This is an optimization exercise on Yosys and OpenROAD, whose aim is small area, a short achievable clock period and few clock cycles per item, not a production implementation.
The RTL was checked by simulation tests, not by an equivalence proof against the original design.
The clock port is modelled as an ideal driver, which makes a skipped or thinned clock tree look cheaper than it is; a real chip needs a root buffer or a tree.
Power and IR drop assume default switching activity.

the reference run:
==> module h16_bfly, before the edit <==
module h16_bfly (
    input  wire        clk,
    input  wire        rst,
    input  wire        in_valid,
    input  wire [15:0] in_a,
    input  wire [15:0] in_b,
    input  wire        in_half,
    output reg         out_valid,
    output reg  [15:0] out_sum,
    output reg  [15:0] out_diff
);
    localparam [1:0] K_NUM = 2'd0, K_ZERO = 2'd1, K_INF = 2'd2, K_NAN = 2'd3;
    reg        v0, h0;
    reg [15:0] a0, b0;
    always @(posedge clk) begin
        a0 <= in_a;
        b0 <= in_b;
        h0 <= in_half;
        v0 <= in_valid & ~rst;
    end
    function automatic [1:0] gteq(input [14:0] x, input [14:0] y);
        reg [1:0] r;
        integer i;
        begin
            r = 2'b01;
            for (i = 0; i < 15; i = i + 1)
                r = {(x[i] & ~y[i]) | (~(x[i] ^ y[i]) & r[1]), ~(x[i] ^ y[i]) & r[0]};
            gteq = r;
        end
    endfunction
    wire       sa = a0[15], sb = b0[15];
    wire [7:0] ea = a0[14:7], eb = b0[14:7];
    wire       a_sub = ea == 8'd0, b_sub = eb == 8'd0;
    wire       a_max = &ea, b_max = &eb;
    wire       a_nan = a_max && (a0[6:0] != 7'd0);
    wire       b_nan = b_max && (b0[6:0] != 7'd0);
    wire       a_inf = a_max && (a0[6:0] == 7'd0);
    wire       b_inf = b_max && (b0[6:0] == 7'd0);
    wire [7:0] ma = {~a_sub, a0[6:0]}, mb = {~b_sub, b0[6:0]};
    wire [7:0] xa = {ea[7:1], ea[0] | a_sub}, xb = {eb[7:1], eb[0] | b_sub};
    wire [1:0] cmp  = gteq(b0[14:0], a0[14:0]);
    wire       swap = cmp[1];
    wire       same = cmp[0];
    wire       zz   = same && (a0[14:0] == 15'd0);
    wire [7:0] mx   = swap ? mb : ma;
    wire [7:0] my   = swap ? ma : mb;
    wire [7:0] xx   = swap ? xb : xa;
    wire [7:0] xy   = swap ? xa : xb;
    wire [7:0] d    = xx - xy;
    wire [3:0] ds   = d[3:0] | {4{d[7:4] != 4'd0}};
    wire [7:0] lim  = xx - {7'd0, h0};
    wire       add_sum = sa == sb;
    wire       s_sgn = swap ? sb : sa;
    wire       d_sgn = swap ? ~sb : sa;
    wire       nan_in = a_nan | b_nan;
    reg  [1:0] s_kind, d_kind;
    reg        s_sg, d_sg;
    always @* begin
        s_sg = s_sgn;
        d_sg = d_sgn;
        if (nan_in || (a_inf && b_inf && !add_sum)) begin
            s_kind = K_NAN;  s_sg = 1'b0;
        end else if (a_inf) begin
            s_kind = K_INF;  s_sg = sa;
        end else if (b_inf) begin
            s_kind = K_INF;  s_sg = sb;
        end else if (zz || (same && !add_sum)) begin
            s_kind = K_ZERO; s_sg = sa & sb;
        end else begin
            s_kind = K_NUM;
        end
        if (nan_in || (a_inf && b_inf && add_sum)) begin
            d_kind = K_NAN;  d_sg = 1'b0;
        end else if (a_inf) begin
            d_kind = K_INF;  d_sg = sa;
        end else if (b_inf) begin
            d_kind = K_INF;  d_sg = ~sb;
        end else if (zz || (same && add_sum)) begin
            d_kind = K_ZERO; d_sg = sa & ~sb;
        end else begin
            d_kind = K_NUM;
        end
    end
    reg        v1, add_sum1, s_sg1, d_sg1;
    reg [1:0]  s_kind1, d_kind1;
    reg [7:0]  mx1, my1, lim1;
    reg [3:0]  ds1;
    always @(posedge clk) begin
        v1 <= v0 & ~rst;
        add_sum1 <= add_sum;
        s_sg1 <= s_sg;  d_sg1 <= d_sg;
        s_kind1 <= s_kind;  d_kind1 <= d_kind;
        mx1 <= mx;  my1 <= my;  lim1 <= lim;  ds1 <= ds;
    end
    wire [21:0] sh  = {my1, 3'b000, 11'd0} >> ds1;
    wire [11:0] opy = {1'b0, sh[21:12], sh[11] | (sh[10:0] != 11'd0)};
    wire [11:0] opx = {1'b0, mx1, 3'b000};
    wire [11:0] ra  = opx + opy;
    wire [11:0] rs  = opx - opy;
    wire        la  = ~ra[11] & (lim1 != 8'd0);
    wire [11:0] na  = la ? {ra[10:0], 1'b0} : ra;
    wire [11:0] mk  = (lim1 > 8'd11) ? 12'd0 : (12'h800 >> lim1[3:0]);
    wire [11:0] rm  = {1'b0, rs[10:0]} | mk;
    reg  [3:0]  ls;
    integer k;
    always @* begin
        ls = 4'd0;
        for (k = 0; k < 12; k = k + 1)
            if (rm[k]) ls = 4'd11 - k[3:0];
    end
    reg        v2, add_sum2, s_sg2, d_sg2, la2;
    reg [1:0]  s_kind2, d_kind2;
    reg [7:0]  lim2;
    reg [9:0]  na2;
    reg [10:0] rs2;
    reg [3:0]  ls2;
    always @(posedge clk) begin
        v2 <= v1 & ~rst;
        add_sum2 <= add_sum1;
        s_sg2 <= s_sg1;  d_sg2 <= d_sg1;
        s_kind2 <= s_kind1;  d_kind2 <= d_kind1;
        lim2 <= lim1;  la2 <= la;
        na2 <= {na[11:3], na[2:0] != 3'd0};
        rs2 <= rs[10:0];  ls2 <= ls;
    end
    function automatic [8:0] inc9(input [8:0] x, input c);
        reg [8:0] p;
        integer i;
        begin
            p[0] = 1'b1;
            for (i = 1; i < 9; i = i + 1)
                p[i] = p[i-1] & x[i-1];
            inc9 = x ^ (p & {9{c}});
        end
    endfunction
    function automatic [15:0] rnd_enc(input [8:0] e, input [8:0] n);
        reg up;
        reg [8:0] f;
        begin
            up = n[1] & (n[2] | n[0]);
            f  = inc9({1'b0, n[8:2], 1'b1}, up);
            rnd_enc = {e + {8'd0, f[8]}, f[7:1]};
        end
    endfunction
    wire [8:0]  exa  = {1'b0, lim2} + {{8{la2 & ~na2[9]}}, la2 ^ na2[9]};
    wire [15:0] enca = rnd_enc(exa, na2[8:0]);
    wire [14:0] encf = (enca[15] | (&enca[14:7])) ? 15'h7F80 : enca[14:0];
    wire [11:0] ns   = {1'b0, rs2} << ls2;
    wire [8:0]  exs  = ({1'b0, lim2} + 9'd1 - {5'd0, ls2}) & {9{ns[11]}};
    wire [15:0] encs = rnd_enc(exs, {ns[10:3], ns[2:0] != 3'd0});
    function automatic [15:0] fin(input [1:0] kind, input sg, input [14:0] enc);
        reg isnum;
        begin
            isnum = kind == K_NUM;
            fin[15]   = sg;
            fin[14:7] = isnum ? enc[14:7] : {8{kind[1]}};
            fin[6:0]  = isnum ? enc[6:0] : {kind == K_NAN, 6'd0};
        end
    endfunction
    always @(posedge clk) begin
        if (rst) out_valid <= 1'b0;
        else     out_valid <= v2;
        out_sum  <= fin(s_kind2, s_sg2, add_sum2 ? encf : encs[14:0]);
        out_diff <= fin(d_kind2, d_sg2, add_sum2 ? encs[14:0] : encf);
    end
endmodule
export LEC_CHECK = 0
export ABC_AREA = 1
export CAP_MARGIN = 20
export CORE_MARGIN = 2
export CORE_UTILIZATION = 55
export SLEW_MARGIN = 20
create_clock -name core_clock -period 20.0 [get_ports {clk}]
standard.sh (not shown) runs the stock make flow with config.mk's settings and CLKGATE_MAP_FILE= SYNTH_SCRIPT=/design/flow/synth_recipe.tcl, a recipe that flattens the netlist after the stock synthesis.
==> flow/flow/run.sh <==
#!/bin/bash
# The standard layout, with plain buf_2 cells as the port buffers in place of
# the delay buffers the placer picks by default (every port still gets one),
# and, after CTS, a one-level clock tree (flow/mycts.tcl): the clock port
# drives four clkbuf_16 cells, each feeding one cluster of registers.
set -euo pipefail
bash standard.sh synth > synth.log 2>&1
bash standard.sh \
  BUFFER_PORTS_ARGS="-buffer_cell sky130_fd_sc_hd__buf_2" \
  CTS_ARGS="-sink_clustering_enable -repair_clock_nets -dont_use_dummy_load -buf_list sky130_fd_sc_hd__clkbuf_8 -root_buf sky130_fd_sc_hd__clkbuf_16" \
  POST_CTS_TCL="$PWD/flow/mycts.tcl" \
  finish > layout.log 2>&1
Other scripts of this flow, unchanged in this note and not shown: flow/flow/mycts.tcl
Testbench counts of the reference run, summed over its fixed seeds: cycles 24,032, items 24,000.
Input changes introduced in the trial run (baseline for comparison: the reference run):
--- a/flow/design.v
+++ b/flow/design.v
@@ -18,14 +18,14 @@
         h0 <= in_half;
         v0 <= in_valid & ~rst;
     end
-    function automatic [1:0] gteq(input [14:0] x, input [14:0] y);
+    function automatic gtf(input [14:0] x, input [14:0] y);
         reg [1:0] r;
         integer i;
         begin
             r = 2'b01;
             for (i = 0; i < 15; i = i + 1)
                 r = {(x[i] & ~y[i]) | (~(x[i] ^ y[i]) & r[1]), ~(x[i] ^ y[i]) & r[0]};
-            gteq = r;
+            gtf = r[1];
         end
     endfunction
     wire       sa = a0[15], sb = b0[15];
@@ -38,10 +38,9 @@
     wire       b_inf = b_max && (b0[6:0] == 7'd0);
     wire [7:0] ma = {~a_sub, a0[6:0]}, mb = {~b_sub, b0[6:0]};
     wire [7:0] xa = {ea[7:1], ea[0] | a_sub}, xb = {eb[7:1], eb[0] | b_sub};
-    wire [1:0] cmp  = gteq(b0[14:0], a0[14:0]);
-    wire       swap = cmp[1];
-    wire       same = cmp[0];
-    wire       zz   = same && (a0[14:0] == 15'd0);
+    wire       swap = gtf(b0[14:0], a0[14:0]);
+    wire       same = b0[14:0] == a0[14:0];
+    wire       zz   = (a0[14:0] == 15'd0) && (b0[14:0] == 15'd0);
     wire [7:0] mx   = swap ? mb : ma;
     wire [7:0] my   = swap ? ma : mb;
     wire [7:0] xx   = swap ? xb : xa;
@@ -144,23 +143,22 @@
     endfunction
     wire [8:0]  exa  = {1'b0, lim2} + {{8{la2 & ~na2[9]}}, la2 ^ na2[9]};
     wire [15:0] enca = rnd_enc(exa, na2[8:0]);
-    wire [14:0] encf = (enca[15] | (&enca[14:7])) ? 15'h7F80 : enca[14:0];
     wire [11:0] ns   = {1'b0, rs2} << ls2;
     wire [8:0]  exs  = ({1'b0, lim2} + 9'd1 - {5'd0, ls2}) & {9{ns[11]}};
     wire [15:0] encs = rnd_enc(exs, {ns[10:3], ns[2:0] != 3'd0});
-    function automatic [15:0] fin(input [1:0] kind, input sg, input [14:0] enc);
+    function automatic [15:0] fin(input [1:0] kind, input sg, input [15:0] enc);
         reg isnum;
         begin
             isnum = kind == K_NUM;
             fin[15]   = sg;
-            fin[14:7] = isnum ? enc[14:7] : {8{kind[1]}};
-            fin[6:0]  = isnum ? enc[6:0] : {kind == K_NAN, 6'd0};
+            fin[14:7] = isnum ? (enc[14:7] | {8{enc[15]}}) : {8{kind[1]}};
+            fin[6:0]  = (enc[6:0] & {7{isnum & ~enc[15] & ~(&enc[14:7])}}) | {kind == K_NAN, 6'd0};
         end
     endfunction
     always @(posedge clk) begin
         if (rst) out_valid <= 1'b0;
         else     out_valid <= v2;
-        out_sum  <= fin(s_kind2, s_sg2, add_sum2 ? encf : encs[14:0]);
-        out_diff <= fin(d_kind2, d_sg2, add_sum2 ? encs[14:0] : encf);
+        out_sum  <= fin(s_kind2, s_sg2, add_sum2 ? enca : encs);
+        out_diff <= fin(d_kind2, d_sg2, add_sum2 ? encs : enca);
     end
 endmodule
==> notes.md <==
- Diff the reference run -> the trial run: chip height +2.2 um; pre-CTS worst setup slack +0.011 ns; fmax ~0 delta; multi-input gate share of the layout cell area +0.77 points; final worst-path setup slack ~0 delta.
- Diff the reference run and the trial run: first-pass GRT wire length lower in the reference run
- Across both runs, post-layout total power was higher for the trial run than for the reference run.
- The reference run -> the trial run: initial antenna violation count delta 0, exact match
- On clock transition at the registers of the reported paths, the reference run and the trial run are basically level.
Testbench counts of the trial run, summed over its fixed seeds: cycles 24,032, items 24,000.
In every run of this note, the design's own scripts or RTL, not TritonCTS, make the clock network.

static timing again, ports no longer ideal:
Ports are ideal in the flow. The routed layouts listed here were re-timed in OpenROAD. Step 1: set_driving_cell puts a clkbuf_16 on clk and a buf_2 on each other input, an assumption about the parent block. Step 2 times the ports against the registers' clock, not the clock port: input delays grow and output delays shrink by t, the midpoint of the rising clock arrivals with the driver on. a / b / c = ideal / step 1 / step 2; a / b = the first two.
| run | t (ns) | setup slack, ns | latest minus earliest clock arrival (ns) | worst slew at a driven data input, ns |
|---|---|---|---|---|
| the reference run | 0.264 | 15.375 / 15.287 / 15.551 | 0.012 / 0.012 | 0.03 |
| the trial run | 0.269 | 15.375 / 15.282 / 15.551 | 0.006 / 0.006 | 0.03 |
After both steps every run listed still meets setup and hold.
